Context: an optimization exercise on an open-source flow, tuned for small area, a short achievable clock period and few clock cycles per item. The choices shown serve that exercise and are no tape-out recipe.
At most, simulation tests tie the RTL to the original design; equivalence was not proved.
Only the layout flow was run in runs 1 and 5; the RTL was not checked for function there.
No activity file was given, so power comes from the tool's default toggle rates.

==> design/flow/flow/run.sh <==
#!/bin/bash
# Standard ORFS layout (the standard.sh, standard synthesis), with two
# changes to how the layout is made:
#  - ports are buffered with plain buffers instead of the smallest-area cell
#    buffer_ports picks (a delay cell);
#  - timing repair aims for extra setup slack, so that the layout is sized
#    for a shorter period than the 16 ns the constraints allow.
# The constraints (constraint.sdc) and every other step are unchanged.
set -euo pipefail
export SETUP_SLACK_MARGIN=11
export BUFFER_PORTS_ARGS="-buffer_cell sky130_fd_sc_hd__buf_2"
bash standard.sh > standard_flow.log 2>&1
==> design/flow/standard.sh <==
#!/bin/bash
# synth_recipe.tcl (not shown) runs the flow's synth.tcl, then flattens the netlist and writes it again
# the make line also repeats each setting of config.mk as NAME=value (left out here)
make -C /OpenROAD-flow-scripts/flow DESIGN_CONFIG=/design/flow/config.mk WORK_HOME=/design/flow/orfs CLKGATE_MAP_FILE= SYNTH_SCRIPT=/design/flow/synth_recipe.tcl "${@:-finish}"
==> design/flow/config.mk <==
export PLATFORM = sky130hd
export DESIGN_NAME = bsc_launch
export DESIGN_NICKNAME = bsc_launch
export VERILOG_FILES = /design/flow/design.v
export SDC_FILE = /design/flow/constraint.sdc
export NUM_CORES = 4
export LEC_CHECK = 0
export CAP_MARGIN = 20
export CORE_MARGIN = 2
export CORE_UTILIZATION = 40
export SLEW_MARGIN = 20
==> design/flow/constraint.sdc <==
create_clock -name core_clock -period 16.0 [get_ports {clk}]
set_input_delay 3.2000 -clock core_clock [delete_from_list [all_inputs] [get_ports {clk}]]
set_output_delay 3.2000 -clock core_clock [all_outputs]
set_load 0.01 [all_outputs]
==> design/flow/design.v <==
module bsc_launch (
    input  wire        clk,
    input  wire        rst,
    input  wire        start,
    output wire        ready,
    input  wire [63:0] inst_sec,
    input  wire [29:0] inst_ns,
    input  wire [63:0] anchor_sec,
    input  wire [29:0] anchor_ns,
    input  wire [31:0] anchor_frac,
    input  wire [95:0] anchor_bc,
    input  wire [63:0] rate,
    output reg         done,
    output reg  [95:0] launch
);
    reg         s_idle, s_sub, s_m12, s_m2, s_m3, s_aln, s_div, s_res, s_fin;
    reg  [6:0]  cnt;
    reg         neg;         
    reg         sg;          
    reg         rz;          
    reg         wneg;        
    reg  [4:0]  lz2;         
    reg  [63:0] dv;          
    reg  [66:0] ws;          
    reg  [66:0] wc;          
    reg  [2:0]  qr;          
    reg  [1:0]  nt;          
    reg  [95:0] t;           
    reg  [95:0] dq;          
    assign ready = s_idle;
    wire [66:0] xs   = {ws[64:0], nt};
    wire [66:0] xc   = {wc[64:0], 2'b00};
    wire signed [7:0] xe = xs[66:59] + xc[66:59];
    reg  signed [7:0] m2, m1, m0, mn;
    always @(*) begin
        case (dv[63:59])
            5'd8: begin m2 = 8'sd12; m1 = 8'sd4; m0 = -8'sd4; mn = -8'sd13; end
            5'd9: begin m2 = 8'sd14; m1 = 8'sd5; m0 = -8'sd5; mn = -8'sd15; end
            5'd10: begin m2 = 8'sd15; m1 = 8'sd5; m0 = -8'sd5; mn = -8'sd16; end
            5'd11: begin m2 = 8'sd17; m1 = 8'sd6; m0 = -8'sd5; mn = -8'sd17; end
            5'd12: begin m2 = 8'sd19; m1 = 8'sd7; m0 = -8'sd6; mn = -8'sd19; end
            5'd13: begin m2 = 8'sd20; m1 = 8'sd7; m0 = -8'sd6; mn = -8'sd20; end
            5'd14: begin m2 = 8'sd22; m1 = 8'sd8; m0 = -8'sd6; mn = -8'sd21; end
            5'd15: begin m2 = 8'sd24; m1 = 8'sd9; m0 = -8'sd7; mn = -8'sd23; end
            5'd16: begin m2 = 8'sd25; m1 = 8'sd9; m0 = -8'sd7; mn = -8'sd24; end
            5'd17: begin m2 = 8'sd27; m1 = 8'sd10; m0 = -8'sd7; mn = -8'sd25; end
            5'd18: begin m2 = 8'sd29; m1 = 8'sd11; m0 = -8'sd8; mn = -8'sd27; end
            5'd19: begin m2 = 8'sd30; m1 = 8'sd11; m0 = -8'sd8; mn = -8'sd28; end
            5'd20: begin m2 = 8'sd32; m1 = 8'sd12; m0 = -8'sd8; mn = -8'sd29; end
            5'd21: begin m2 = 8'sd34; m1 = 8'sd13; m0 = -8'sd9; mn = -8'sd31; end
            5'd22: begin m2 = 8'sd35; m1 = 8'sd13; m0 = -8'sd9; mn = -8'sd32; end
            5'd23: begin m2 = 8'sd37; m1 = 8'sd14; m0 = -8'sd9; mn = -8'sd33; end
            5'd24: begin m2 = 8'sd39; m1 = 8'sd15; m0 = -8'sd10; mn = -8'sd35; end
            5'd25: begin m2 = 8'sd40; m1 = 8'sd15; m0 = -8'sd10; mn = -8'sd36; end
            5'd26: begin m2 = 8'sd42; m1 = 8'sd16; m0 = -8'sd10; mn = -8'sd37; end
            5'd27: begin m2 = 8'sd44; m1 = 8'sd17; m0 = -8'sd11; mn = -8'sd39; end
            5'd28: begin m2 = 8'sd45; m1 = 8'sd17; m0 = -8'sd11; mn = -8'sd40; end
            5'd29: begin m2 = 8'sd47; m1 = 8'sd18; m0 = -8'sd11; mn = -8'sd41; end
            5'd30: begin m2 = 8'sd49; m1 = 8'sd19; m0 = -8'sd12; mn = -8'sd43; end
            5'd31: begin m2 = 8'sd50; m1 = 8'sd19; m0 = -8'sd12; mn = -8'sd44; end
            default: begin m2 = 8'sd0; m1 = 8'sd0; m0 = 8'sd0; mn = 8'sd0; end
        endcase
    end
    wire        qp2  = (xe >= m2);
    wire        qp1  = (xe >= m1) & ~qp2;
    wire        qz   = (xe >= m0) & ~(xe >= m1);
    wire        qn1  = (xe >= mn) & ~(xe >= m0);
    wire        qn2  = ~(xe >= mn);
    wire [2:0]  qd   = qp2 ? 3'd2 : qp1 ? 3'd1 : qz ? 3'd0 : qn1 ? 3'b111 : 3'b110;
    wire [66:0] mag  = ({67{qp2 | qn2}} & {2'b00, dv, 1'b0}) | ({67{qp1 | qn1}} & {3'b000, dv});
    wire        qpos = qp2 | qp1;
    wire [66:0] mq   = mag ^ {67{qpos}};
    wire [66:0] ws_nx = xs ^ xc ^ mq;
    wire [66:0] wc_nx = {(xs[65:0] & xc[65:0]) | (xs[65:0] & mq[65:0]) | (xc[65:0] & mq[65:0]), qpos};
    wire        nm   = s_fin & neg;
    wire [2:0]  qv   = nm ? (3'd0 - qr) : qr;
    wire        tq   = s_div | (s_fin & ~rz);
    wire        s_m  = s_m12 | s_m3;
    wire [95:0] op_a = ({96{s_sub}} & t)
                     | ({96{s_m}}   & {t[85:0], 10'd0})
                     | ({96{s_fin}} & launch);
    wire [95:0] op_b = ({96{s_sub}} & ~{2'b00, dq[61:32], ws[63:0]})
                     | ({96{s_m}}   & ~{t[91:0], 4'd0})
                     | ({96{tq}}    & ({t[93:0], 2'b00} ^ {96{nm}}));
    wire [95:0] op_c = ({96{s_m}}   & ~{t[92:0], 3'd0})
                     | ({96{tq}}    & {{93{qv[2]}}, qv})
                     | ({96{s_res}} & {29'd0, ws});
    wire [95:0] op_d = ({96{s_m3}}  & {{64{dq[63]}}, dq[63:32]})
                     | ({96{s_res}} & {29'd0, wc});
    wire        k1   = s_sub | s_m12 | s_m3 | (s_fin & ~rz & (neg | ~wneg));
    wire        k2   = s_m12 | (s_m3 & sg) | (s_fin & ~rz & neg & wneg);
    wire [95:0] s1   = op_a ^ op_b ^ op_c;
    wire [95:0] c1   = {(op_a[94:0] & op_b[94:0]) | (op_a[94:0] & op_c[94:0]) | (op_b[94:0] & op_c[94:0]), k1};
    wire [95:0] s2   = s1 ^ c1 ^ op_d;
    wire [95:0] c2   = {(s1[94:0] & c1[94:0]) | (s1[94:0] & op_d[94:0]) | (c1[94:0] & op_d[94:0]), k2};
    wire [95:0] msum = s2 + c2;
    wire        c64  = msum[64] ^ t[64] ^ ~dq[32];
    wire        sgn  = t[95];
    wire [95:0] pp   = t ^ {96{sgn}};
    wire [31:0] ff   = dq[95:64] ^ {32{~sgn}};
    wire        cb   = ~sgn;
    wire        pfit = (pp[95:47] == 49'd0);
    wire        nrm  = (dv[63:62] != 2'b00);
    wire        go   = nrm | rz;
    always @(posedge clk) begin
        if (rst) begin
            s_idle <= 1'b1;
            s_sub  <= 1'b0;
            s_m12  <= 1'b0;
            s_m2   <= 1'b0;
            s_m3   <= 1'b0;
            s_aln  <= 1'b0;
            s_div  <= 1'b0;
            s_res  <= 1'b0;
            s_fin  <= 1'b0;
            done   <= 1'b0;
        end else begin
            done   <= s_fin;
            s_idle <= (s_idle & ~start) | s_fin;
            s_sub  <= s_idle & start;
            s_m12  <= s_sub | (s_m12 & ~s_m2);
            s_m2   <= s_m12 & ~s_m2;
            s_m3   <= s_m2;
            s_aln  <= s_m3 | (s_aln & ~go);
            s_div  <= (s_aln & nrm & ~rz) | (s_div & (cnt != 7'd0));
            s_res  <= s_div & (cnt == 7'd0);
            s_fin  <= (s_aln & rz) | s_res;
        end
    end
    always @(posedge clk) begin
        if (s_idle) begin
            dv     <= rate;
            lz2    <= 5'd0;
            t      <= {2'b00, inst_ns, inst_sec};
            dq     <= {anchor_frac, 2'b00, anchor_ns, 32'd0};
            launch <= anchor_bc;
        end
        if (s_sub | s_m12 | s_m3 | s_aln) begin
            if (dv[63:56] == 8'd0) begin
                dv  <= {dv[55:0], 8'd0};
                lz2 <= lz2 + 5'd4;
            end else if (dv[63:62] == 2'b00) begin
                dv  <= {dv[61:0], 2'b00};
                lz2 <= lz2 + 5'd1;
            end
        end
        if (s_sub) begin
            t         <= {{32{~c64}}, msum[63:0]};
            sg        <= ~c64;
            dq[63:32] <= msum[95:64];
            rz        <= (dv == 64'd0);
        end
        if (s_m12 | s_m3 | (s_aln & go))
            t <= msum;
        if (s_aln & go) begin
            neg <= sgn;
            qr  <= 3'd0;
            if (pfit)
                dq  <= {ff[15:0], {32{cb}}, 48'd0};
            else
                dq  <= {pp[31:0], ff, {32{cb}}};
        end
        if (s_div) begin
            qr  <= qd;
            t   <= msum;
            dq  <= {dq[93:0], 2'b00};
        end
        if (s_idle)
            ws <= {3'b000, anchor_sec};
        else if (s_aln)
            ws <= pfit ? {6'd0, pp[46:0], ff[31:18]} : {7'd0, pp[93:34]};
        else
            ws <= ws_nx;
        wc  <= s_div ? wc_nx : 67'd0;
        nt  <= s_div ? dq[95:94] : (pfit ? ff[17:16] : pp[33:32]);
        cnt <= s_div ? cnt - 7'd1 : ({2'b00, lz2} + (pfit ? 7'd24 : 7'd48));
        if (s_res)
            wneg <= msum[66];
        if (s_fin)
            launch <= msum;
    end
endmodule
==> results of run 1 <==
[layout make-up]
cell class | count | area, sq um
fill | 9809 | 49000
multi-input combinational | 3752 | 34900
sequential | 522 | 13300
timing repair buffer | 947 | 8060
tap | 1488 | 1860
clock buffer | 82 | 1800
inverter | 435 | 1670
clock inverter | 33 | 334
antenna | 10 | 25.0
[repair_timing]
action	CTS	global route
gates cloned	40	9
resized for setup	1060	426
buffers inserted	262	111
hold buffers	0	0
pin swaps	310	302
setup endpoints to repair	354	261
[cells in the mapped netlist (127+ instances only)]
cell / number / area [sq um]
nor2_1: 504 / 1890
nand2_1: 488 / 1830
o21ai_0: 205 / 1030
a211oi_1: 182 / 1370
o22ai_1: 144 / 901
xnor2_1: 262 / 2290
clkbuf_1: 369 / 1390
a21oi_1: 351 / 1760
mux2i_1: 127 / 1270
dfxtp_1: 242 / 4840
a22oi_1: 136 / 1020
fa_1: 256 / 5120
edfxtp_1: 280 / 8410
ha_1: 143 / 1790
inv_1: 433 / 1630
[sequential cells by signal (all words and copies together) (netlist names), 5 cells and up]
register  cells
dq           80
t            96
cnt           7
mn            7
launch       96
wc           67
dv           64
m2            6
lz2           5
ws           67
[cells in the final DEF (no fill, tap or decap), types with 126 or more instances in the layout]
cell type and count:
fa_1 252, a22oi_1 129, nand2_1 451, edfxtp_1 280
buf_2 480, buf_4 237, o22ai_1 126, buf_6 127
a21oi_1 231, xnor2_1 210, nor2_1 409, dfxtp_1 227
o21ai_0 132, mux2i_1 126, inv_1 411
[where the power goes]
group | leakage, nW | switching (mW) | internal (mW)
logic | 19.6 | 3.38 | 2.44
registers | 4.89 | 0.694 | 1.70
clock network | 1.05 | 0.660 | 0.881
[cells by family after synthesis]
logic type,Yosys count,synth area share
buffers and inverters,908,0.0779
muxes,253,0.0600
AOI/OAI and AO/OA,1477,0.224
xor gates and xnor gates,337,0.0662
and+or+nand+nor,1276,0.122
DFF,522,0.296
adders and majority gates,399,0.154
[metrics by stage]
stage	setup WS [ns]	cells	total power, mW	util
3_3_place_gp	7.61	6722	5.99	0.433
6_report	10.09	7269	9.75	0.558
4_1_cts	10.23	7139	8.67	0.530
3_5_place_dp	7.53	6722	6.00	0.433
5_1_grt	10.04	7263	10.0	0.558
2_1_floorplan	10.83	5172	4.47	-
[critical path: stages, from the launching register on]
cell      delay (ns)
edfxtp_1        0.53
inv_2           0.12
buf_12          0.15
nand2_8         0.12
nand2_8         0.14
buf_12          0.19
a221oi_2        0.34
fa_1            0.47
inv_1           0.08
fa_1            0.45
ha_4            0.34
and4_4          0.26
nand4_1         0.19
or3_4           0.49
nand4b_1        0.22
o221a_4         0.28
a31oi_4         0.22
buf_12          0.15
a21oi_4         0.08
o31a_1          0.34
xnor2_2         0.19
mux2_4          0.28
[layer usage]
layer	vias up	share of wire	GRT usage
met5	-	0.00014	0
met4	6	0.080	0.251
met3	940	0.14	0.149
met2	3750	0.41	0.591
met1	23400	0.37	0.530
li1	19500	-	-
[path summary, 6_finish.rpt]
kind                                   end  cells past startpoint
worst max register to register  launch[91]                     21
worst max-delay path            launch[91]                     21
worst min register to register        s_m2                      1
worst min-delay path                  s_m2                      1
==> results.txt, run 1 <==
largest net degree at the start of global routing=142; Worst-path clk slew=0.06 ns; # H-tree levels=3; input/output buffers=480; Tmin final=5.91 ns; initial antenna violation count=10; CP Capture Type=register; vias per std cell=6.56; Reg2Reg Setup Slack=10.09 ns; Hold WS=0.427 ns; EDFF count, synth=280; FF+latch count, synth=522; Die Footprint=115,000 sq um; post-synthesis cell count=5,172; DP HPWL=171,000 um; routed via count=47,700; status=timing/DRC/antenna clean; # setup viols final=0; gr ovfl total=0; hold violation total from the final report=0; layout cells sized above 1=0.354; dpl cell area=48,000 sq um; Die Wd=339 um; first-pass GRT wire length=341,000 um; initial core utilization=0.404; skew final=0.0336 ns; Longest Clk Path Bufs=3; root buffer cell=clkbuf_16; area grow syn2layout=38.3%; Setup crit start=rz; Synth warnings=1; WP data required=16.44 ns; Mapped Area=44,800 sq um; asr flop ratio synth=0; First-pass DRT Iterations=11; Worst Tran Pin Value=1.24 ns; final wirelength=248,000 um; Placer Congestion=1.06; Setup TNS=0 ns; Clock Latency Late Sink=0.69 ns; CTS tree=built; Slew Limit Fails=0; P_leak=25.5 nW; count of different cell masters after synthesis=85; vias in the first global route=45,600; post-route ant nets=0; Final Cell Area=62,000 sq um; max cap viols=0; predominant post-synthesis flop cell=edfxtp_1; syn nets=5,954; sequential share of the synthesized area=0.296; RSZ-0062 raised after global routing=yes; row cnt=122; core footprint=111,000 sq um; Syn Area/Cell=8.67 sq um; GR Util All Layers=0.413; FMAX=169 MHz; crit share post-route=0.370; I/O pin count=481; FF-to-FF Start=rz; HP Start=s_m2; CP Class=reg -> reg; TritonCTS buffer count=67; Power Density=157 nW/um^2; WL/cell=34.1 um; max_slew headroom=0.171; type of origin of the critical path=register; initial DRC count=7,035; Clock Sink Count=522; Hold Path Class=reg -> reg; DRC viols=0; Nets=6,507; maximum fanout along the worst path=6; Worst VDD drop=113 uV; CP Data Arrival Time=6.35 ns; die height=339 um
==> run 2, diff against run 1 <==
--- a/design/flow/design.v
+++ b/design/flow/design.v
@@ -13,7 +13,7 @@
     output reg         done,
     output reg  [95:0] launch
 );
-    reg         s_idle, s_sub, s_m12, s_m2, s_m3, s_aln, s_div, s_res, s_fin;
+    reg         s_idle, s_sub, s_m12, s_m2, s_m3, s_m4, s_aln, s_div, s_res, s_fin;
     reg  [6:0]  cnt;
     reg         neg;         
     reg         sg;          
@@ -27,7 +27,8 @@
     reg  [1:0]  nt;          
     reg  [95:0] t;           
     reg  [95:0] dq;          
-    assign ready = s_idle;
+    wire        cap  = s_idle | s_fin;
+    assign ready = cap;
     wire [66:0] xs   = {ws[64:0], nt};
     wire [66:0] xc   = {wc[64:0], 2'b00};
     wire signed [7:0] xe = xs[66:59] + xc[66:59];
@@ -72,28 +73,25 @@
     wire [66:0] mq   = mag ^ {67{qpos}};
     wire [66:0] ws_nx = xs ^ xc ^ mq;
     wire [66:0] wc_nx = {(xs[65:0] & xc[65:0]) | (xs[65:0] & mq[65:0]) | (xc[65:0] & mq[65:0]), qpos};
-    wire        nm   = s_fin & neg;
-    wire [2:0]  qv   = nm ? (3'd0 - qr) : qr;
-    wire        tq   = s_div | (s_fin & ~rz);
+    wire        tq   = s_div | s_fin;
     wire        s_m  = s_m12 | s_m3;
-    wire [95:0] op_a = ({96{s_sub}} & t)
+    wire [95:0] op_a = ({96{s_sub | s_m4}} & t)
                      | ({96{s_m}}   & {t[85:0], 10'd0})
-                     | ({96{s_fin}} & launch);
+                     | ({96{s_fin}} & launch)
+                     | ({96{s_res}} & {29'd0, ws});
     wire [95:0] op_b = ({96{s_sub}} & ~{2'b00, dq[61:32], ws[63:0]})
                      | ({96{s_m}}   & ~{t[91:0], 4'd0})
-                     | ({96{tq}}    & ({t[93:0], 2'b00} ^ {96{nm}}));
+                     | ({96{tq}}    & {t[93:0], 2'b00})
+                     | ({96{s_m4}}  & {96{~sg}})
+                     | ({96{s_res}} & {29'd0, wc});
     wire [95:0] op_c = ({96{s_m}}   & ~{t[92:0], 3'd0})
-                     | ({96{tq}}    & {{93{qv[2]}}, qv})
-                     | ({96{s_res}} & {29'd0, ws});
-    wire [95:0] op_d = ({96{s_m3}}  & {{64{dq[63]}}, dq[63:32]})
-                     | ({96{s_res}} & {29'd0, wc});
-    wire        k1   = s_sub | s_m12 | s_m3 | (s_fin & ~rz & (neg | ~wneg));
-    wire        k2   = s_m12 | (s_m3 & sg) | (s_fin & ~rz & neg & wneg);
-    wire [95:0] s1   = op_a ^ op_b ^ op_c;
-    wire [95:0] c1   = {(op_a[94:0] & op_b[94:0]) | (op_a[94:0] & op_c[94:0]) | (op_b[94:0] & op_c[94:0]), k1};
-    wire [95:0] s2   = s1 ^ c1 ^ op_d;
-    wire [95:0] c2   = {(s1[94:0] & c1[94:0]) | (s1[94:0] & op_d[94:0]) | (c1[94:0] & op_d[94:0]), k2};
-    wire [95:0] msum = s2 + c2;
+                     | ({96{tq}}    & {{93{qr[2]}}, qr})
+                     | ({96{s_m4}}  & {{64{dq[63]}}, dq[63:32]});
+    wire        k1   = s_sub | s_m | (s_fin & ~(neg ^ wneg));
+    wire        k2   = s_m;
+    wire [95:0] s2   = op_a ^ op_b ^ op_c;
+    wire [95:0] c2   = {(op_a[94:0] & op_b[94:0]) | (op_a[94:0] & op_c[94:0]) | (op_b[94:0] & op_c[94:0]), k1};
+    wire [95:0] msum = s2 + c2 + {95'd0, k2};
     wire        c64  = msum[64] ^ t[64] ^ ~dq[32];
     wire        sgn  = t[95];
     wire [95:0] pp   = t ^ {96{sgn}};
@@ -109,6 +107,7 @@
             s_m12  <= 1'b0;
             s_m2   <= 1'b0;
             s_m3   <= 1'b0;
+            s_m4   <= 1'b0;
             s_aln  <= 1'b0;
             s_div  <= 1'b0;
             s_res  <= 1'b0;
@@ -116,26 +115,26 @@
             done   <= 1'b0;
         end else begin
             done   <= s_fin;
-            s_idle <= (s_idle & ~start) | s_fin;
-            s_sub  <= s_idle & start;
+            s_idle <= cap & ~start;
+            s_sub  <= cap & start;
             s_m12  <= s_sub | (s_m12 & ~s_m2);
             s_m2   <= s_m12 & ~s_m2;
             s_m3   <= s_m2;
-            s_aln  <= s_m3 | (s_aln & ~go);
+            s_m4   <= s_m3;
+            s_aln  <= s_m4 | (s_aln & ~go);
             s_div  <= (s_aln & nrm & ~rz) | (s_div & (cnt != 7'd0));
             s_res  <= s_div & (cnt == 7'd0);
             s_fin  <= (s_aln & rz) | s_res;
         end
     end
     always @(posedge clk) begin
-        if (s_idle) begin
+        if (cap) begin
             dv     <= rate;
             lz2    <= 5'd0;
             t      <= {2'b00, inst_ns, inst_sec};
-            dq     <= {anchor_frac, 2'b00, anchor_ns, 32'd0};
-            launch <= anchor_bc;
+            dq     <= {anchor_frac, 2'b00, anchor_ns, anchor_bc[95:64]};
         end
-        if (s_sub | s_m12 | s_m3 | s_aln) begin
+        if (s_sub | s_m12 | s_m3 | s_m4 | s_aln) begin
             if (dv[63:56] == 8'd0) begin
                 dv  <= {dv[55:0], 8'd0};
                 lz2 <= lz2 + 5'd4;
@@ -145,33 +144,35 @@
             end
         end
         if (s_sub) begin
+            launch    <= {dq[31:0], wc[63:0]};
             t         <= {{32{~c64}}, msum[63:0]};
             sg        <= ~c64;
             dq[63:32] <= msum[95:64];
             rz        <= (dv == 64'd0);
         end
-        if (s_m12 | s_m3 | (s_aln & go))
+        if (s_m12 | s_m3 | s_m4 | (s_aln & go))
             t <= msum;
         if (s_aln & go) begin
-            neg <= sgn;
-            qr  <= 3'd0;
+            neg  <= sgn & ~rz;
+            wneg <= 1'b1;
+            qr   <= 3'd0;
             if (pfit)
                 dq  <= {ff[15:0], {32{cb}}, 48'd0};
             else
                 dq  <= {pp[31:0], ff, {32{cb}}};
         end
         if (s_div) begin
-            qr  <= qd;
+            qr  <= neg ? 3'd0 - qd : qd;
             t   <= msum;
             dq  <= {dq[93:0], 2'b00};
         end
-        if (s_idle)
+        if (cap)
             ws <= {3'b000, anchor_sec};
         else if (s_aln)
             ws <= pfit ? {6'd0, pp[46:0], ff[31:18]} : {7'd0, pp[93:34]};
         else
             ws <= ws_nx;
-        wc  <= s_div ? wc_nx : 67'd0;
+        wc  <= cap ? {3'b000, anchor_bc[63:0]} : s_div ? wc_nx : 67'd0;
         nt  <= s_div ? dq[95:94] : (pfit ? ff[17:16] : pp[33:32]);
         cnt <= s_div ? cnt - 7'd1 : ({2'b00, lz2} + (pfit ? 7'd24 : 7'd48));
         if (s_res)
==> run 2 against run 1 <==
  * Still clean on timing, DRC and antenna
  * Via count shrank 5.2%
  * Area after synthesis decreased by 3.1%
  * Hold slack improved by 0.0093 ns
  * Critical path depth shrank 4
  * Clock-buffer cell count increased by 12
  * Routed wire length shrank 6.8%
  * Sequential power increased by 8%
  * Maximum frequency up 14%
  * Total power shrank 0.86%
==> results.txt, run 2 <==
status=timing/DRC/antenna clean; die height=334 um (-1.5%); crit share post-route=0.325 (-0.0443); predominant post-synthesis flop cell=edfxtp_1; Clock Power Share=0.162 (+0.004); Net Sw Frac=0.493 (+0.00718); Setup TNS=0 ns (unchanged); Tmin final=5.20 ns (-0.709 ns); sequential share of the synthesized area=0.316 (+0.0207); Die Footprint=111,000 sq um (-3.0%); Placer Congestion=1.01 (-4.1%); FF-to-FF Start=s_fin; DP HPWL=168,000 um (-1.9%); # hold bufs at CTS=0 (unchanged); commonest non-fill, non-tap cell in the layout=nand2_1; HP Start=s_m2; Design Power=9.67 mW (-0.86%); # H-tree levels=3 (unchanged); Power Density=184 nW/um^2 (+17%); WP data required=16.40 ns (-0.04 ns); # setup viols final=0 (unchanged); CP Capture Type=register; max cap viols=0 (unchanged); Setup crit start=s_fin; Clock Sink Count=539 (+3.3%); Slew Limit Fails=0 (unchanged); first-pass GRT wire length=321,000 um (-5.9%); WL/cell=33.9 um (-0.84%); I/O pin count=481 (unchanged); Seq pwr share=0.268 (+0.023); input/output buffers=480 (unchanged); Commonest cells post-synth=nand2_1 (911), a21oi_1 (417), clkbuf_1 (360); top post-synthesis cells by area=edfxtp_1 (20%), dfxtp_1 (11%), nand2_1 (7.9%); skew final=0.0422 ns (+0.00862 ns); initial DRC count=6,719 (-4.5%); Nets=6,057 (-6.9%); GR Util All Layers=0.401 (-0.0124); gr ovfl total=0 (unchanged); commonest non-fill, non-tap cells in the layout=nand2_1 (900), buf_2 (480), a21oi_1 (372), nor2_1 (310), edfxtp_1 (295); CP Data Arrival Time=5.61 ns (-0.74 ns); Worst-path clk slew=0.06 ns (about the same); hold violation total from the final report=0 (unchanged); CTS tree=built; P_sw=4.76 mW (+0.61%); largest net degree at the start of global routing=175 (+23%); area grow syn2layout=20.9%; DRC viols=0 (unchanged); max_slew headroom=0.174 (+0.00271); type of origin of the critical path=register; Syn Area/Cell=8.49 sq um (-2.0%); Hold Path Class=reg -> reg; layout cells sized above 1=0.231 (-0.123); Longest Clk Path Bufs=3 (unchanged); final setup margin=10.80 ns (+0.709 ns); Hold WS=0.436 ns (+0.00928 ns); largest registers=dq: 96 flops, launch: 96 flops, t: 96 flops; row cnt=120 (-1.6%); maximum fanout along the worst path=23 (+17); First-pass DRT Iterations=9 (-2); dpl ws=7.92 ns (+0.388 ns); TritonCTS buffer count=67 (unchanged); Final Non-Filler Cells=6,833 (-6.0%); Clock Latency Late Sink=0.69 ns (about the same); core footprint=107,000 sq um (-3.3%); initial antenna violation count=12 (+2); area leader, netlist=edfxtp_1; syn nets=5,801 (-2.6%); most numerous cell in the Yosys netlist=nand2_1; internal power=4.90 mW (-2.2%); vias per std cell=6.61 (+0.86%); combinational share of power=0.570 (-0.027); dpl cell area=46,300 sq um (-3.5%); post-route ant nets=0 (unchanged); CP Class=reg -> reg; P_leak=21.3 nW (-16%); Mapped Area=43,400 sq um (-3.1%); vias in the first global route=43,000 (-5.8%); Die Wd=334 um (-1.5%); filler cell count=10,400 (+5.8%); asr flop ratio synth=0 (unchanged); Final Cell Area=52,500 sq um (-15%); Worst VDD drop=256 uV (+130%); FMAX=192 MHz (+14%); Core Util, Final=0.489 (-0.0694); EDFF count, synth=295 (+5.4%); FF+latch count, synth=539 (+3.3%); initial core utilization=0.405 (+0.000756); root buffer cell=clkbuf_16; Synth warnings=1 (unchanged); placed cell count=6,580 (-2.1%); Worst Tran Pin Value=1.23 ns (-0.0170 ns); routed via count=45,200 (-5.2%); post-synthesis cell count=5,115 (-1.1%); Synth top area share=0.204 (+0.0163); final wirelength=231,000 um (-6.8%); RSZ-0062 raised after global routing=yes; count of different cell masters after synthesis=105 (+24%)
-- run 2: changes by cell type after synthesis, sizes merged, moves of 58 or more --
| cell | previous run | this run |
|---|---|---|
| a21oi | 353 | 429 |
| fa | 256 | 161 |
| o211ai | 14 | 105 |
| nand2 | 488 | 911 |
| inv | 434 | 143 |
| a211oi | 182 | 30 |
| o22ai | 144 | 69 |
| a221oi | 81 | 23 |
| xnor2 | 263 | 147 |
| nor2 | 505 | 322 |
| o21ai | 219 | 329 |
| nand3 | 23 | 81 |
| a22oi | 136 | 14 |
-- run 2: final cells by class --
| type | instances | area, sq um | share of cell area |
|---|---|---|---|
| multi-input cells | 3963 | 29500 | 0.561 |
| flip-flops and latches | 539 | 13800 | 0.263 |
| repair buffers | 653 | 4660 | 0.0887 |
| clock buffers | 94 | 1920 | 0.0366 |
| well taps | 1403 | 1760 | 0.0334 |
| inverters | 144 | 591 | 0.0112 |
| clock inverters | 29 | 288 | 0.00548 |
| repair inverters | 3 | 26.3 | 0.000500 |
| diodes | 5 | 12.5 | 0.000238 |
-- run 2: final timing paths --
check / to / slack [ns] / depth (start not counted)
max: launch[92] / 10.80 / 17
min: s_m2 / 0.44 / 1
max reg2reg: launch[92] / 10.80 / 17
min reg2reg: s_m2 / 0.44 / 1
-- run 2: power by group through the flow --
stage	Sequential (mW)	Combinational [mW]	Clock [mW]
after floorplan	2.03	3.27	0
after global placement	2.52	4.47	0
after detailed placement	2.52	4.51	0
after CTS	2.51	5.14	1.57
after global routing	2.56	5.88	1.62
final	2.59	5.51	1.57
-- run 2: kinds of logic after synthesis --
kind of cell               count (synthesis)  share of synthesized area
buffers and inverters                    619                     0.0554
AOI/OAI and AO/OA                       1597                      0.253
muxes                                    232                     0.0568
DFF                                      539                      0.316
xor gates and xnor gates                 231                     0.0467
adders and majority gates                303                      0.115
and+or+nand+nor                         1594                      0.157
-- run 2: metal layers --
layer,part of all wire,routed length (um),track usage
met1,0.38,88500,0.512
met5,0.00012,27,0
met2,0.42,98100,0.600
met4,0.072,16700,0.229
met3,0.12,28000,0.120
-- run 2: what timing repair did --
item,in CTS,in global routing
pin swaps,53,59
gates resized for setup,347,156
setup buffers,67,29
gates cloned,27,2
setup endpoints to repair,386,227
-- run 2: worst max-delay path, stage by stage (launching register included) --
cell	delay, ns
dfxtp_4	0.41
clkinv_8	0.07
buf_4	0.29
nand2_4	0.28
a221oi_1	0.60
o21ai_1	0.28
fa_1	0.63
ha_2	0.37
a21oi_1	0.22
o21bai_1	0.08
a21oi_1	0.27
o21ai_0	0.18
a21oi_1	0.21
o21ai_2	0.12
nor4_2	0.38
a2111oi_4	0.06
buf_6	0.19
mux2_2	0.27
Testbench counts of run 2, summed over its fixed seeds: cycles 46,096, items 1,280.
==> run 3, diff against run 2 <==
--- a/design/flow/flow/run.sh
+++ b/design/flow/flow/run.sh
@@ -8,5 +8,5 @@
 # The constraints (constraint.sdc) and every other step are unchanged.
 set -euo pipefail
 export SETUP_SLACK_MARGIN=11
-export BUFFER_PORTS_ARGS="-buffer_cell sky130_fd_sc_hd__buf_2"
+export BUFFER_PORTS_ARGS="-buffer_cell sky130_fd_sc_hd__buf_1"
 bash standard.sh > standard_flow.log 2>&1
==> run 3 against run 2 <==
  * First-iteration DRC count increased by 6.2%
  * Clock skew up 0.0075 ns
  * Clock-buffer cell count shrank 7
  * Non-clock buffer count up 53
  * Critical path type unchanged
  * Largest power group unchanged
==> results.txt, run 3 <==
sequential share of the synthesized area=0.316 (unchanged); initial antenna violation count=13 (+1); initial core utilization=0.405 (unchanged); Hold Path Class=reg -> reg; post-route ant nets=0 (unchanged); Design Power=9.81 mW (+1.5%); dpl cell area=45,700 sq um (-1.3%); skew final=0.0498 ns (+0.00752 ns); FF+latch count, synth=539 (unchanged); Die Wd=334 um (unchanged); Tmin final=5.28 ns (+0.0732 ns); Clock Latency Late Sink=0.70 ns (about the same); vias in the first global route=42,800 (-0.46%); routed via count=45,900 (+1.5%); commonest non-fill, non-tap cell in the layout=nand2_1; simple-gate portion of the synthesized area=0.157 (unchanged); Synth warnings=1 (unchanged); CTS tree=built; status=timing/DRC/antenna clean; FMAX=189 MHz (-1.4%); Final Cell Area=52,900 sq um (+0.72%); CP Class=reg -> reg; GR Util All Layers=0.399 (-0.00175); DP HPWL=166,000 um (-0.93%); post-synthesis compound-gate area fraction=0.253 (unchanged); layout cells sized above 1=0.157 (-0.0741); I/O pin count=481 (unchanged); Worst-path clk slew=0.06 ns (about the same); Die Footprint=111,000 sq um (unchanged); core footprint=107,000 sq um (unchanged); area leader, netlist=edfxtp_1; area grow syn2layout=21.7%; Synth top area share=0.204 (unchanged); First-pass DRT Iterations=10 (+1); Longest Clk Path Bufs=3 (unchanged); DRC viols=0 (unchanged); syn nets=5,801 (unchanged); Clock Sink Count=539 (unchanged); TritonCTS buffer count=69 (+3.0%); largest family of logic cells by synthesized area=compound AO/OA/AOI/OAI gates; Syn Area/Cell=8.49 sq um (unchanged); type of origin of the critical path=register; root buffer cell=clkbuf_16; # H-tree levels=3 (unchanged); asr flop ratio synth=0 (unchanged); Nets=6,112 (+0.91%); HP Start=s_m2; CP Capture Type=register; Mapped Area=43,400 sq um (unchanged); mux contribution to synthesized area=0.0568 (unchanged); Hold WS=0.427 ns (-0.00944 ns); RSZ-0062 raised after global routing=yes; placed cell count=6,580 (unchanged); hold depth=1 (unchanged); top post-synthesis cells by area=edfxtp_1 (20%), dfxtp_1 (11%), nand2_1 (7.9%); vias per std cell=6.66 (+0.63%); EDFF count, synth=295 (unchanged); first-pass GRT wire length=319,000 um (-0.64%); final wirelength=233,000 um (+0.87%); FF-to-FF path depth=23 (+6); row cnt=120 (unchanged); Setup TNS=0 ns (unchanged); maximum fanout along the worst path=16 (-30%); max cap viols=0 (unchanged); post-synthesis cell count=5,115 (unchanged); largest net degree at the start of global routing=141 (-19%); largest registers=dq: 96 flops, launch: 96 flops, t: 96 flops; predominant post-synthesis flop cell=edfxtp_1; WP data required=16.44 ns (+0.04 ns); Worst Tran Pin Value=1.12 ns (-0.104 ns); input/output buffers=480 (unchanged); Power Density=185 nW/um^2 (+0.73%); hold violation total from the final report=0 (unchanged); Worst VDD drop=231 uV (-9.7%); most numerous cell in the Yosys netlist=nand2_1; # setup viols final=0 (unchanged); max_slew headroom=0.245 (+0.0710); Post-Synth XOR/XNOR Area=0.0467 (unchanged); commonest non-fill, non-tap cells in the layout=nand2_1 (899), buf_1 (480), a21oi_1 (368), nor2_1 (303), edfxtp_1 (295); WL/cell=33.9 um (about the same); initial DRC count=7,137 (+6.2%); Setup crit start=s_fin; Commonest cells post-synth=nand2_1 (911), a21oi_1 (417), clkbuf_1 (360); Placer Congestion=1.01 (+0.18%); FF-to-FF Start=s_fin; P_leak=20.5 nW (-3.9%); crit share post-route=0.330 (+0.00457); count of different cell masters after synthesis=105 (unchanged); gr ovfl total=0 (unchanged); Adder-Cell Fraction of Synth Area=0.115 (unchanged); CP Data Arrival Time=5.72 ns (+0.11 ns); Final Non-Filler Cells=6,890 (+0.83%); die height=334 um (unchanged); Slew Limit Fails=0 (unchanged)
==> run 3: changes by cell type in the layout (fill, tap and decap cells not counted), moves of 6 or more <==
cell / before / now
buf_4: 111 / 136
buf_1: 0 / 480
o221ai_1: 32 / 44
nor2_1: 310 / 303
buf_6: 9 / 27
ha_4: 27 / 44
buf_2: 480 / 1
nor2_2: 7 / 14
clkinv_2: 11 / 18
clkbuf_1: 16 / 10
o221ai_2: 20 / 10
ha_2: 34 / 16
==> run 3: final timing paths <==
| check | to | slack [ns] |
|---|---|---|
| worst max-delay path | t[83] | 10.72 |
| worst min-delay path | s_m2 | 0.43 |
| worst max register to register | t[83] | 10.72 |
| worst min register to register | s_m2 | 0.43 |
==> run 3: metrics by stage <==
step	worst slack (ns)	util
3_5_place_dp	8.56	0.426
4_1_cts	10.71	0.476
6_report	10.72	0.493
2_1_floorplan	10.67	-
3_3_place_gp	8.65	0.426
5_1_grt	10.65	0.493
==> run 3: cell families (layout without fill, tap and decap cells) <==
family                     after synthesis  in the layout
DFF                                    539            539
other                                    0              6
muxes                                  232            232
adders and majority gates              303            303
and+or+nand+nor                       1594           1600
xor gates and xnor gates               231            231
buffers and inverters                  619            978
AOI/OAI and AO/OA                     1597           1598
==> run 3: routing by layer <==
layer  routed length [um]  track usage
met2                98700        0.592
met1                87600        0.514
met5                   53      0.00651
met4                16600        0.228
met3                30400        0.119
==> run 3: cell type report <==
class                           count  area [sq um]
Fill cell                       10300         54500
Multi-Input combinational cell   3964         29900
Sequential cell                   539         13800
Timing Repair Buffer              706          4610
Clock buffer                       87          1890
Tap cell                         1403          1760
Inverter                          144           577
Clock inverter                     39           324
Timing Repair inverter              2          17.5
Antenna cell                        6          15.0
==> run 3: report_power, final <==
part / switching, mW / total, mW / internal (mW)
clock: 0.700 / 1.59 / 0.891
sequential: 0.799 / 2.59 / 1.79
combinational: 3.32 / 5.63 / 2.30
total: 4.82 / 9.81 / 4.98
==> run 3: timing repair <==
action                     CTS  global route
hold buffers                 0             0
buffers inserted            86            58
pin swaps                   82           111
gates cloned                25             9
setup endpoints to repair  370           203
gates resized for setup    360           220
hold endpoints to repair     0             0
==> run 3: worst max-delay path: stages, from the launching register on <==
cell       delay, ns
dfxtp_4         0.38
inv_4           0.11
buf_12          0.12
nand2_8         0.10
and2_4          0.22
a21oi_4         0.14
buf_12          0.16
bufbuf_16       0.32
o21ai_0         0.14
fa_1            0.49
ha_2            0.43
nand4_1         0.19
or2_4           0.32
or3_4           0.34
o21ba_4         0.30
nor4_4          0.07
a211oi_4        0.23
buf_6           0.16
xnor2_4         0.08
o21ai_4         0.24
buf_6           0.16
buf_12          0.10
buf_16          0.13
a21oi_2         0.06
==> run 4, diff against run 3 <==
--- a/design/flow/flow/run.sh
+++ b/design/flow/flow/run.sh
@@ -7,6 +7,6 @@
 #    for a shorter period than the 16 ns the constraints allow.
 # The constraints (constraint.sdc) and every other step are unchanged.
 set -euo pipefail
-export SETUP_SLACK_MARGIN=11
+export SETUP_SLACK_MARGIN=12
 export BUFFER_PORTS_ARGS="-buffer_cell sky130_fd_sc_hd__buf_1"
 bash standard.sh > standard_flow.log 2>&1
==> run 4 against run 3 <==
  * Die area is the same
  * Combinational power grew 53%
  * Worst setup slack gained 0.13 ns
  * Area after synthesis is the same
  * Maximum frequency grew 2.5%
  * Synthesized cell count is the same
  * Sequential power shrank 2%
  * Clock power is essentially flat
  * Highest routed layer unchanged
  * Largest cell class unchanged
  * Critical path type unchanged
==> results.txt, run 4 <==
status=timing/DRC/antenna clean; EDFF count, synth=295 (unchanged); top post-synthesis cells by area=edfxtp_1 (20%), dfxtp_1 (11%), nand2_1 (7.9%); crit share post-route=0.322 (-0.00789); asr flop ratio synth=0 (unchanged); layout cells sized above 1=0.301 (+0.144); predominant post-synthesis flop cell=edfxtp_1; Commonest cells post-synth=nand2_1 (911), a21oi_1 (417), clkbuf_1 (360); die height=334 um (unchanged); post-synthesis cell count=5,115 (unchanged); row cnt=120 (unchanged); Clock Sink Count=539 (unchanged); max cap viols=0 (unchanged); WP data required=16.41 ns (-0.03 ns); Setup TNS=0 ns (unchanged); input/output buffers=480 (unchanged); HP Start=s_m2; routed via count=48,200 (+5.1%); largest net degree at the start of global routing=133 (-5.7%); I/O pin count=481 (unchanged); area leader, netlist=edfxtp_1; post-route ant nets=0 (unchanged); reg2reg end=launch[74]; Synth top area share=0.204 (unchanged); Nets=6,446 (+5.5%); Mapped Area=43,400 sq um (unchanged); Reg2Reg Setup Slack=10.85 ns (+0.13 ns); RSZ-0062 raised after global routing=yes; area grow syn2layout=40.5%; hold depth=1 (unchanged); Die Footprint=111,000 sq um (unchanged); FMAX=194 MHz (+2.5%); syn nets=5,801 (unchanged); initial antenna violation count=10 (-3); # setup viols final=0 (unchanged); DP HPWL=161,000 um (-3.0%); CP Capture Type=register; largest registers=dq: 96 flops, launch: 96 flops, t: 96 flops; Hold Path Class=reg -> reg; commonest non-fill, non-tap cells in the layout=nand2_1 (821), buf_1 (410), a21oi_1 (325), edfxtp_1 (295), nor2_1 (280); FF-to-FF Start=s_m4; maximum fanout along the worst path=6 (-10); vias per std cell=6.68 (+0.32%); DRC viols=0 (unchanged); FF+latch count, synth=539 (unchanged); combinational share of power=0.677 (+0.103); Final Non-Filler Cells=7,221 (+4.8%); Worst Tran Pin Value=1.10 ns (-0.0180 ns); WL/cell=34.0 um (+0.28%); skew final=0.0427 ns (-0.00708 ns); hold endpoint=s_m2; Die Wd=334 um (unchanged); Synth warnings=1 (unchanged); hold violation total from the final report=0 (unchanged); internal power=6.69 mW (+34%); Tmin final=5.15 ns (-0.126 ns); core footprint=107,000 sq um (unchanged); Net Sw Frac=0.476 (-0.0156); root buffer cell=clkbuf_16; vias in the first global route=45,400 (+6.1%); Syn Area/Cell=8.49 sq um (unchanged); Hold WS=0.440 ns (+0.0134 ns); type of origin of the critical path=register; Slew Limit Fails=0 (unchanged); initial DRC count=7,436 (+4.2%); CP Data Arrival Time=5.56 ns (-0.16 ns); Worst-path clk slew=0.07 ns (about the same); placed cell count=6,585 (+0.076%); most numerous cell in the Yosys netlist=nand2_1; CP Class=reg -> reg; Longest Clk Path Bufs=3 (unchanged); first-pass GRT wire length=335,000 um (+5.0%); # H-tree levels=3 (unchanged); commonest non-fill, non-tap cell in the layout=nand2_1; initial core utilization=0.405 (unchanged); Seq pwr share=0.199 (-0.065); GR Util All Layers=0.418 (+0.0188); sequential share of the synthesized area=0.316 (unchanged); max_slew headroom=0.261 (+0.0157); final wirelength=245,000 um (+5.1%); TritonCTS buffer count=67 (-2.9%); Clock Latency Late Sink=0.68 ns (-0.02 ns); Placer Congestion=1.02 (+0.95%); Setup crit start=s_m4; Clock Power Share=0.125 (-0.037); CTS tree=built; First-pass DRT Iterations=10 (unchanged); FF-to-FF path depth=18 (-22%); Worst VDD drop=214 uV (-7.4%); count of different cell masters after synthesis=105 (unchanged); gr ovfl total=0 (unchanged); P_leak=23.6 nW (+15%); P_sw=6.08 mW (+26%); Power Density=209 nW/um^2 (+13%)
-- run 4: cell counts after synthesis --
Identical to the previous run, type by type.
-- run 4: area by class of cell --
cell class | instances | area (sq um)
Tap cell | 1403 | 1760
Clock buffer | 87 | 1870
Multi-Input combinational cell | 3964 | 33700
Antenna cell | 4 | 10.0
Timing Repair Buffer | 1039 | 8830
Inverter | 144 | 617
Sequential cell | 539 | 13800
Clock inverter | 36 | 363
Timing Repair inverter | 5 | 41.3
Fill cell | 9377 | 46300
-- run 4: logic make-up after synthesis --
family / Yosys count / synth area share
compound gates: 1597 / 0.253
xor+xnor: 231 / 0.0467
fa+ha+maj: 303 / 0.115
buf+inv: 619 / 0.0554
flops: 539 / 0.316
mux: 232 / 0.0568
simple gates: 1594 / 0.157
-- run 4: through the flow --
step | util | setup WS [ns] | total power, mW | instance area (sq um)
finish | 0.568 | 10.85 | 12.8 | 61000
global route | 0.568 | 10.81 | 13.1 | 61000
CTS | 0.541 | 10.93 | 11.5 | 58000
detailed placement | 0.433 | 8.93 | 7.15 | 46500
global placement | 0.433 | 9.02 | 7.11 | 46500
floorplan | - | 10.67 | 5.44 | 44500
-- run 4: power groups by stage --
stage	Clock, mW	Sequential [mW]	Combinational [mW]
after floorplan	0	2.03	3.41
after global placement	0	2.45	4.66
after detailed placement	0	2.45	4.70
after CTS	1.59	2.45	7.43
after global routing	1.65	2.51	8.99
final	1.59	2.54	8.64
-- run 4: worst max path at each step --
stage | endpoint | depth (start not counted) | slack [ns]
2_1_floorplan | t[0] | 8 | 10.67
3_3_place_gp | t[84] | 20 | 9.02
3_5_place_dp | t[84] | 18 | 8.93
4_1_cts | t[84] | 21 | 10.93
5_1_grt | dq[62] | 20 | 10.81
6_report | launch[74] | 18 | 10.85
-- run 4: per-layer routing --
metal,vias to the layer above,wire (um),GRT usage
met4,12,21600,0.281
met5,-,280,0
li1,20000,-,-
met3,959,32600,0.136
met2,3762,102000,0.613
met1,23500,88900,0.522
-- run 4: critical path, cell delays in order, from the launching register on --
cell and delay [ns]:
dfxtp_4 0.36, or2_4 0.30, buf_16 0.14, buf_8 0.13, buf_12 0.14, a222oi_1 0.34
nand2_1 0.18, fa_2 0.60, ha_4 0.24, a21oi_4 0.22, a21boi_1 0.15, a211oi_4 0.35
o221ai_4 0.18, a31o_4 0.27, a31o_4 0.28, or2_4 0.27, a21oi_4 0.22, xnor2_4 0.18
mux2_2 0.30
-- run 4: timing repair --
item	CTS	global route
resized for setup	1087	458
cloned	59	9
hold buffers	0	0
setup endpoints to repair	604	481
pin swaps	374	312
setup buffers	313	127
==> run 5, diff against run 4 <==
--- a/design/flow/design.v
+++ b/design/flow/design.v
@@ -91,7 +91,37 @@
     wire        k2   = s_m;
     wire [95:0] s2   = op_a ^ op_b ^ op_c;
     wire [95:0] c2   = {(op_a[94:0] & op_b[94:0]) | (op_a[94:0] & op_c[94:0]) | (op_b[94:0] & op_c[94:0]), k1};
-    wire [95:0] msum = s2 + c2 + {95'd0, k2};
+    wire [95:0] kp0 = s2 ^ c2;
+    wire [95:0] kg0 = (s2 & c2) | {95'd0, kp0[0] & k2};
+    wire [95:0] kb0 = {{1{kg0[94]}}, 1'd0, {1{kg0[92]}}, 1'd0, {1{kg0[90]}}, 1'd0, {1{kg0[88]}}, 1'd0, {1{kg0[86]}}, 1'd0, {1{kg0[84]}}, 1'd0, {1{kg0[82]}}, 1'd0, {1{kg0[80]}}, 1'd0, {1{kg0[78]}}, 1'd0, {1{kg0[76]}}, 1'd0, {1{kg0[74]}}, 1'd0, {1{kg0[72]}}, 1'd0, {1{kg0[70]}}, 1'd0, {1{kg0[68]}}, 1'd0, {1{kg0[66]}}, 1'd0, {1{kg0[64]}}, 1'd0, {1{kg0[62]}}, 1'd0, {1{kg0[60]}}, 1'd0, {1{kg0[58]}}, 1'd0, {1{kg0[56]}}, 1'd0, {1{kg0[54]}}, 1'd0, {1{kg0[52]}}, 1'd0, {1{kg0[50]}}, 1'd0, {1{kg0[48]}}, 1'd0, {1{kg0[46]}}, 1'd0, {1{kg0[44]}}, 1'd0, {1{kg0[42]}}, 1'd0, {1{kg0[40]}}, 1'd0, {1{kg0[38]}}, 1'd0, {1{kg0[36]}}, 1'd0, {1{kg0[34]}}, 1'd0, {1{kg0[32]}}, 1'd0, {1{kg0[30]}}, 1'd0, {1{kg0[28]}}, 1'd0, {1{kg0[26]}}, 1'd0, {1{kg0[24]}}, 1'd0, {1{kg0[22]}}, 1'd0, {1{kg0[20]}}, 1'd0, {1{kg0[18]}}, 1'd0, {1{kg0[16]}}, 1'd0, {1{kg0[14]}}, 1'd0, {1{kg0[12]}}, 1'd0, {1{kg0[10]}}, 1'd0, {1{kg0[8]}}, 1'd0, {1{kg0[6]}}, 1'd0, {1{kg0[4]}}, 1'd0, {1{kg0[2]}}, 1'd0, {1{kg0[0]}}, 1'd0};
+    wire [95:0] kq0 = {{1{kp0[94]}}, {1{1'b1}}, {1{kp0[92]}}, {1{1'b1}}, {1{kp0[90]}}, {1{1'b1}}, {1{kp0[88]}}, {1{1'b1}}, {1{kp0[86]}}, {1{1'b1}}, {1{kp0[84]}}, {1{1'b1}}, {1{kp0[82]}}, {1{1'b1}}, {1{kp0[80]}}, {1{1'b1}}, {1{kp0[78]}}, {1{1'b1}}, {1{kp0[76]}}, {1{1'b1}}, {1{kp0[74]}}, {1{1'b1}}, {1{kp0[72]}}, {1{1'b1}}, {1{kp0[70]}}, {1{1'b1}}, {1{kp0[68]}}, {1{1'b1}}, {1{kp0[66]}}, {1{1'b1}}, {1{kp0[64]}}, {1{1'b1}}, {1{kp0[62]}}, {1{1'b1}}, {1{kp0[60]}}, {1{1'b1}}, {1{kp0[58]}}, {1{1'b1}}, {1{kp0[56]}}, {1{1'b1}}, {1{kp0[54]}}, {1{1'b1}}, {1{kp0[52]}}, {1{1'b1}}, {1{kp0[50]}}, {1{1'b1}}, {1{kp0[48]}}, {1{1'b1}}, {1{kp0[46]}}, {1{1'b1}}, {1{kp0[44]}}, {1{1'b1}}, {1{kp0[42]}}, {1{1'b1}}, {1{kp0[40]}}, {1{1'b1}}, {1{kp0[38]}}, {1{1'b1}}, {1{kp0[36]}}, {1{1'b1}}, {1{kp0[34]}}, {1{1'b1}}, {1{kp0[32]}}, {1{1'b1}}, {1{kp0[30]}}, {1{1'b1}}, {1{kp0[28]}}, {1{1'b1}}, {1{kp0[26]}}, {1{1'b1}}, {1{kp0[24]}}, {1{1'b1}}, {1{kp0[22]}}, {1{1'b1}}, {1{kp0[20]}}, {1{1'b1}}, {1{kp0[18]}}, {1{1'b1}}, {1{kp0[16]}}, {1{1'b1}}, {1{kp0[14]}}, {1{1'b1}}, {1{kp0[12]}}, {1{1'b1}}, {1{kp0[10]}}, {1{1'b1}}, {1{kp0[8]}}, {1{1'b1}}, {1{kp0[6]}}, {1{1'b1}}, {1{kp0[4]}}, {1{1'b1}}, {1{kp0[2]}}, {1{1'b1}}, {1{kp0[0]}}, {1{1'b1}}};
+    wire [95:0] kg1 = kg0 | (kp0 & kb0);
+    wire [95:0] kp1 = kp0 & kq0;
+    wire [95:0] kb1 = {{2{kg1[93]}}, 2'd0, {2{kg1[89]}}, 2'd0, {2{kg1[85]}}, 2'd0, {2{kg1[81]}}, 2'd0, {2{kg1[77]}}, 2'd0, {2{kg1[73]}}, 2'd0, {2{kg1[69]}}, 2'd0, {2{kg1[65]}}, 2'd0, {2{kg1[61]}}, 2'd0, {2{kg1[57]}}, 2'd0, {2{kg1[53]}}, 2'd0, {2{kg1[49]}}, 2'd0, {2{kg1[45]}}, 2'd0, {2{kg1[41]}}, 2'd0, {2{kg1[37]}}, 2'd0, {2{kg1[33]}}, 2'd0, {2{kg1[29]}}, 2'd0, {2{kg1[25]}}, 2'd0, {2{kg1[21]}}, 2'd0, {2{kg1[17]}}, 2'd0, {2{kg1[13]}}, 2'd0, {2{kg1[9]}}, 2'd0, {2{kg1[5]}}, 2'd0, {2{kg1[1]}}, 2'd0};
+    wire [95:0] kq1 = {{2{kp1[93]}}, {2{1'b1}}, {2{kp1[89]}}, {2{1'b1}}, {2{kp1[85]}}, {2{1'b1}}, {2{kp1[81]}}, {2{1'b1}}, {2{kp1[77]}}, {2{1'b1}}, {2{kp1[73]}}, {2{1'b1}}, {2{kp1[69]}}, {2{1'b1}}, {2{kp1[65]}}, {2{1'b1}}, {2{kp1[61]}}, {2{1'b1}}, {2{kp1[57]}}, {2{1'b1}}, {2{kp1[53]}}, {2{1'b1}}, {2{kp1[49]}}, {2{1'b1}}, {2{kp1[45]}}, {2{1'b1}}, {2{kp1[41]}}, {2{1'b1}}, {2{kp1[37]}}, {2{1'b1}}, {2{kp1[33]}}, {2{1'b1}}, {2{kp1[29]}}, {2{1'b1}}, {2{kp1[25]}}, {2{1'b1}}, {2{kp1[21]}}, {2{1'b1}}, {2{kp1[17]}}, {2{1'b1}}, {2{kp1[13]}}, {2{1'b1}}, {2{kp1[9]}}, {2{1'b1}}, {2{kp1[5]}}, {2{1'b1}}, {2{kp1[1]}}, {2{1'b1}}};
+    wire [95:0] kg2 = kg1 | (kp1 & kb1);
+    wire [95:0] kp2 = kp1 & kq1;
+    wire [95:0] kb2 = {{4{kg2[91]}}, 4'd0, {4{kg2[83]}}, 4'd0, {4{kg2[75]}}, 4'd0, {4{kg2[67]}}, 4'd0, {4{kg2[59]}}, 4'd0, {4{kg2[51]}}, 4'd0, {4{kg2[43]}}, 4'd0, {4{kg2[35]}}, 4'd0, {4{kg2[27]}}, 4'd0, {4{kg2[19]}}, 4'd0, {4{kg2[11]}}, 4'd0, {4{kg2[3]}}, 4'd0};
+    wire [95:0] kq2 = {{4{kp2[91]}}, {4{1'b1}}, {4{kp2[83]}}, {4{1'b1}}, {4{kp2[75]}}, {4{1'b1}}, {4{kp2[67]}}, {4{1'b1}}, {4{kp2[59]}}, {4{1'b1}}, {4{kp2[51]}}, {4{1'b1}}, {4{kp2[43]}}, {4{1'b1}}, {4{kp2[35]}}, {4{1'b1}}, {4{kp2[27]}}, {4{1'b1}}, {4{kp2[19]}}, {4{1'b1}}, {4{kp2[11]}}, {4{1'b1}}, {4{kp2[3]}}, {4{1'b1}}};
+    wire [95:0] kg3 = kg2 | (kp2 & kb2);
+    wire [95:0] kp3 = kp2 & kq2;
+    wire [95:0] kb3 = {{8{kg3[87]}}, 8'd0, {8{kg3[71]}}, 8'd0, {8{kg3[55]}}, 8'd0, {8{kg3[39]}}, 8'd0, {8{kg3[23]}}, 8'd0, {8{kg3[7]}}, 8'd0};
+    wire [95:0] kq3 = {{8{kp3[87]}}, {8{1'b1}}, {8{kp3[71]}}, {8{1'b1}}, {8{kp3[55]}}, {8{1'b1}}, {8{kp3[39]}}, {8{1'b1}}, {8{kp3[23]}}, {8{1'b1}}, {8{kp3[7]}}, {8{1'b1}}};
+    wire [95:0] kg4 = kg3 | (kp3 & kb3);
+    wire [95:0] kp4 = kp3 & kq3;
+    wire [95:0] kb4 = {{16{kg4[79]}}, 16'd0, {16{kg4[47]}}, 16'd0, {16{kg4[15]}}, 16'd0};
+    wire [95:0] kq4 = {{16{kp4[79]}}, {16{1'b1}}, {16{kp4[47]}}, {16{1'b1}}, {16{kp4[15]}}, {16{1'b1}}};
+    wire [95:0] kg5 = kg4 | (kp4 & kb4);
+    wire [95:0] kp5 = kp4 & kq4;
+    wire [95:0] kb5 = {32'd0, {32{kg5[31]}}, 32'd0};
+    wire [95:0] kq5 = {{32{1'b1}}, {32{kp5[31]}}, {32{1'b1}}};
+    wire [95:0] kg6 = kg5 | (kp5 & kb5);
+    wire [95:0] kp6 = kp5 & kq5;
+    wire [95:0] kb6 = {{32{kg6[63]}}, 64'd0};
+    wire [95:0] kq6 = {{32{kp6[63]}}, {64{1'b1}}};
+    wire [95:0] kg7 = kg6 | (kp6 & kb6);
+    wire [95:0] kp7 = kp6 & kq6;
+    wire [95:0] msum = kp0 ^ {kg7[94:0], k2};
     wire        c64  = msum[64] ^ t[64] ^ ~dq[32];
     wire        sgn  = t[95];
     wire [95:0] pp   = t ^ {96{sgn}};
--- a/design/flow/flow/run.sh
+++ b/design/flow/flow/run.sh
@@ -7,6 +7,6 @@
 #    for a shorter period than the 16 ns the constraints allow.
 # The constraints (constraint.sdc) and every other step are unchanged.
 set -euo pipefail
-export SETUP_SLACK_MARGIN=12
-export BUFFER_PORTS_ARGS="-buffer_cell sky130_fd_sc_hd__buf_1"
+export SETUP_SLACK_MARGIN=11
+export BUFFER_PORTS_ARGS="-buffer_cell sky130_fd_sc_hd__buf_2"
 bash standard.sh > standard_flow.log 2>&1
==> run 5 against run 4 <==
  * Utilization down 7.4 points
  * Register-to-register slack worse by 0.82 ns
  * Synthesized cell count down 4.4%
  * Final area down 15%
  * Final cell count down 7.7%
  * Critical path depth up 6
  * Sequential power about the same
  * Clock skew down 0.012 ns
  * Area after synthesis down 2.6%
  * Total power down 15%
  * Hold slack worse by 0.0068 ns
  * Highest routed layer unchanged
==> results.txt, run 5 <==
CTS tree=built; Slew Limit Fails=0 (unchanged); hold depth=1 (unchanged); Power Density=208 nW/um^2 (-0.52%); Tmin final=5.97 ns (+0.816 ns); most numerous cell in the Yosys netlist=nand2_1; Worst Tran Pin Value=1.24 ns (+0.141 ns); FMAX=168 MHz (-14%); FF-to-FF Start=s_m4; count of different cell masters after synthesis=91 (-13%); core footprint=105,000 sq um (-2.1%); # setup viols final=0 (unchanged); max_slew headroom=0.167 (-0.0941); vias in the first global route=39,900 (-12%); CP peak stage delay=0.64 ns (+0.04 ns); area leader, netlist=edfxtp_1; Syn Area/Cell=8.65 sq um (+1.9%); TritonCTS buffer count=69 (+3.0%); post-synthesis cell count=4,890 (-4.4%); routed via count=43,500 (-9.8%); layout cells sized above 1=0.236 (-0.0649); First-pass DRT Iterations=8 (-2); mux contribution to synthesized area=0.0563 (-0.000497); CP Data Arrival Time=6.36 ns (+0.80 ns); commonest non-fill, non-tap cell in the layout=nand2_1; Adder-Cell Fraction of Synth Area=0.121 (+0.00561); row cnt=119 (-0.83%); filler cell count=10,000 (+7.0%); crit share post-route=0.373 (+0.0510); max cap viols=0 (unchanged); CP Class=reg -> reg; Setup TNS=0 ns (unchanged); final wirelength=214,000 um (-13%); post-route ant nets=0 (unchanged); Clock Latency Late Sink=0.66 ns (-0.02 ns); initial antenna violation count=8 (-2); root buffer cell=clkbuf_16; status=timing/DRC/antenna clean; Longest Clk Path Bufs=3 (unchanged); Setup crit start=s_m4; Worst VDD drop=222 uV (+3.7%); top post-synthesis cells by area=edfxtp_1 (21%), dfxtp_1 (12%), fa_1 (7.9%); Hold Path Class=reg -> reg; Clock Sink Count=539 (unchanged); skew final=0.0309 ns (-0.0118 ns); Die Wd=329 um (-1.3%); DRC viols=0 (unchanged); die height=329 um (-1.3%); FF+latch count, synth=539 (unchanged); largest net degree at the start of global routing=88 (-34%); largest family of logic cells by synthesized area=compound AO/OA/AOI/OAI gates; predominant post-synthesis flop cell=edfxtp_1; worst path cell trace=buf_12 > or2_4 > a222oi_1 > fa_1 > inv_2 > ha_4 > a21o_1 > fa_2 > a211oi_4 > o211ai_4 > a211oi_4 > buf_12 > o221ai_4 > o211ai_2 > nand2_2 > fa_2 > xnor2_2 > xnor2_2 > nor2_2 > nor2_4 > buf_6 > buf_16 > a21oi_1 > o21ba_2; commonest non-fill, non-tap cells in the layout=nand2_1 (696), buf_2 (480), nor2_1 (324), edfxtp_1 (295), a21oi_1 (288); initial core utilization=0.403 (-0.00212); # H-tree levels=3 (unchanged); input/output buffers=480 (unchanged); post-synthesis compound-gate area fraction=0.241 (-0.0124); Placer Congestion=1.04 (+2.0%); crit path max-delay cell type=fa_2; simple-gate portion of the synthesized area=0.157 (about the same); hold violation total from the final report=0 (unchanged); syn nets=5,581 (-3.8%); HP Start=s_m2; maximum fanout along the worst path=8 (+2); EDFF count, synth=295 (unchanged); WP data required=16.40 ns (about the same); vias per std cell=6.52 (-2.3%); Commonest cells post-synth=nand2_1 (709), a21oi_1 (339), nor2_1 (338); FF-to-FF path depth=24 (+6); Worst-path clk slew=0.05 ns (-0.02 ns); type of origin of the critical path=register; Mapped Area=42,300 sq um (-2.6%); I/O pin count=481 (unchanged); # hold bufs at CTS=0 (unchanged); largest registers=dq: 96 flops, launch: 96 flops, t: 96 flops; area grow syn2layout=22.9%; asr flop ratio synth=0 (unchanged); GR Util All Layers=0.378 (-0.0402); gr ovfl total=0 (unchanged); Die Footprint=108,000 sq um (-2.6%); Synth warnings=1 (unchanged); P_leak=21.2 nW (-10%); Post-Synth XOR/XNOR Area=0.0439 (-0.00286); Nets=5,914 (-8.3%); initial DRC count=6,950 (-6.5%); WL/cell=32.1 um (-5.4%); CP Capture Type=register; DP HPWL=149,000 um (-7.6%); first-pass GRT wire length=295,000 um (-12%); Synth top area share=0.209 (+0.00543); RSZ-0062 raised after global routing=yes; Core Util, Final=0.495 (-0.0737); sequential share of the synthesized area=0.325 (+0.00843)
run 5: repair_timing:
item / 4_1_cts / 5_1_grt
pin swaps: 76 / 140
gates resized for setup: 247 / 224
buffers inserted: 72 / 66
setup endpoints to repair: 344 / 199
cloned: 26 / 8
run 5: worst max-delay path, delay by kind of cell, from the launching register on:
kind,cells,cell delay (ns)
AO/OA/AOI/OAI,9,2.05
XOR/XNOR,2,0.25
adder cells (fa/ha/maj),4,1.77
buffers and inverters,5,0.65
flip-flops,1,0.35
AND/OR/NAND/NOR,4,0.65
run 5: cell families (layout without fill, tap and decap cells):
group,count (synthesis),in the layout
flip-flops,539,539
AND/OR/NAND/NOR,1499,1505
AO/OA/AOI/OAI,1478,1481
buffers and inverters,630,1007
multiplexers,224,224
XOR/XNOR,212,212
adder cells (fa/ha/maj),308,308
other,0,1
run 5: final cells by class:
| class | instances | area, sq um | area share |
|---|---|---|---|
| Timing Repair inverter | 1 | 8.76 | 0.000168 |
| Sequential cell | 539 | 13800 | 0.265 |
| Timing Repair Buffer | 709 | 5290 | 0.102 |
| Clock buffer | 94 | 2010 | 0.0386 |
| Tap cell | 1391 | 1740 | 0.0335 |
| Inverter | 173 | 674 | 0.0130 |
| Antenna cell | 1 | 2.50 | 0.0000481 |
| Multi-Input combinational cell | 3730 | 28200 | 0.541 |
| Clock inverter | 30 | 334 | 0.00642 |
run 5: report_power, final:
part / internal (mW) / total (mW) / switching, mW
registers: 1.79 / 2.55 / 0.753
logic: 2.68 / 6.62 / 3.94
clock network: 0.993 / 1.66 / 0.671
run 5: path summary, 6_finish.rpt:
check        endpoint  slack, ns
min reg2reg      s_m2       0.43
max             t[74]      10.03
max reg2reg     t[74]      10.03
min              s_m2       0.43
run 5: per-stage QoR:
step,cells,hold WS (ns),power [mW],cell area [sq um],setup WS [ns]
after floorplan,4890,0.398,5.63,42500,10.48
after global placement,6368,0.409,7.52,45400,8.05
after detailed placement,6368,0.431,7.60,45400,7.94
after CTS,6590,0.439,10.0,50100,10.20
after global routing,6667,0.467,11.2,52000,9.92
final,6668,0.433,10.8,52000,10.03
run 5: layer usage:
| layer | GRT usage | vias up | wire, um |
|---|---|---|---|
| met4 | 0.242 | 14 | 17100 |
| met5 | 0 | - | 142 |
| met3 | 0.102 | 660 | 27400 |
| li1 | - | 18500 | - |
| met1 | 0.502 | 21100 | 81200 |
| met2 | 0.540 | 3173 | 88500 |

[separate check: timing with driven ports]
The results above use ideal ports. As a check the final layouts listed here were re-extracted and re-timed, cells and wires unchanged.
Step 1 (the two cells are an assumption about what drives the block):
set clk [get_ports {clk}]
set_driving_cell -lib_cell sky130_fd_sc_hd__clkbuf_16 $clk
set_driving_cell -lib_cell sky130_fd_sc_hd__buf_2 [delete_from_list [all_inputs] $clk]
Step 2 adds t to the input delays and takes it off the output delays; t is the mean of the earliest and latest rising clock arrival at the registers after step 1. Input paths then give back, and output paths get back, about the clock's delay inside the block.
Three values: ideal, step 1, step 2; two values: the first two.
run | t (ns) | slack for setup (ns) | hold WS [ns] | worst setup path after step 2 | worst register clock-pin slew, ns
run 1 | 0.758 | 10.086 / 10.086 / 10.086 | 0.427 / 0.427 / 0.427 | register to register | 0.06 / 0.06
run 2 | 0.743 | 10.796 / 10.796 / 10.548 | 0.436 / 0.436 / 0.436 | input to register | 0.07 / 0.07
run 3 | 0.757 | 10.722 / 10.722 / 10.566 | 0.427 / 0.427 / 0.427 | input to register | 0.07 / 0.07
run 4 | 0.738 | 10.849 / 10.849 / 10.849 | 0.440 / 0.440 / 0.440 | register to register | 0.07 / 0.07
run 5 | 0.722 | 10.032 / 10.032 / 10.032 | 0.433 / 0.433 / 0.433 | register to register | 0.07 / 0.07
After both steps setup and hold are still met in every run listed. For run 2, which loses most, drivers alone change the setup slack by 0.000 ns; drivers and shift together by -0.248 ns.
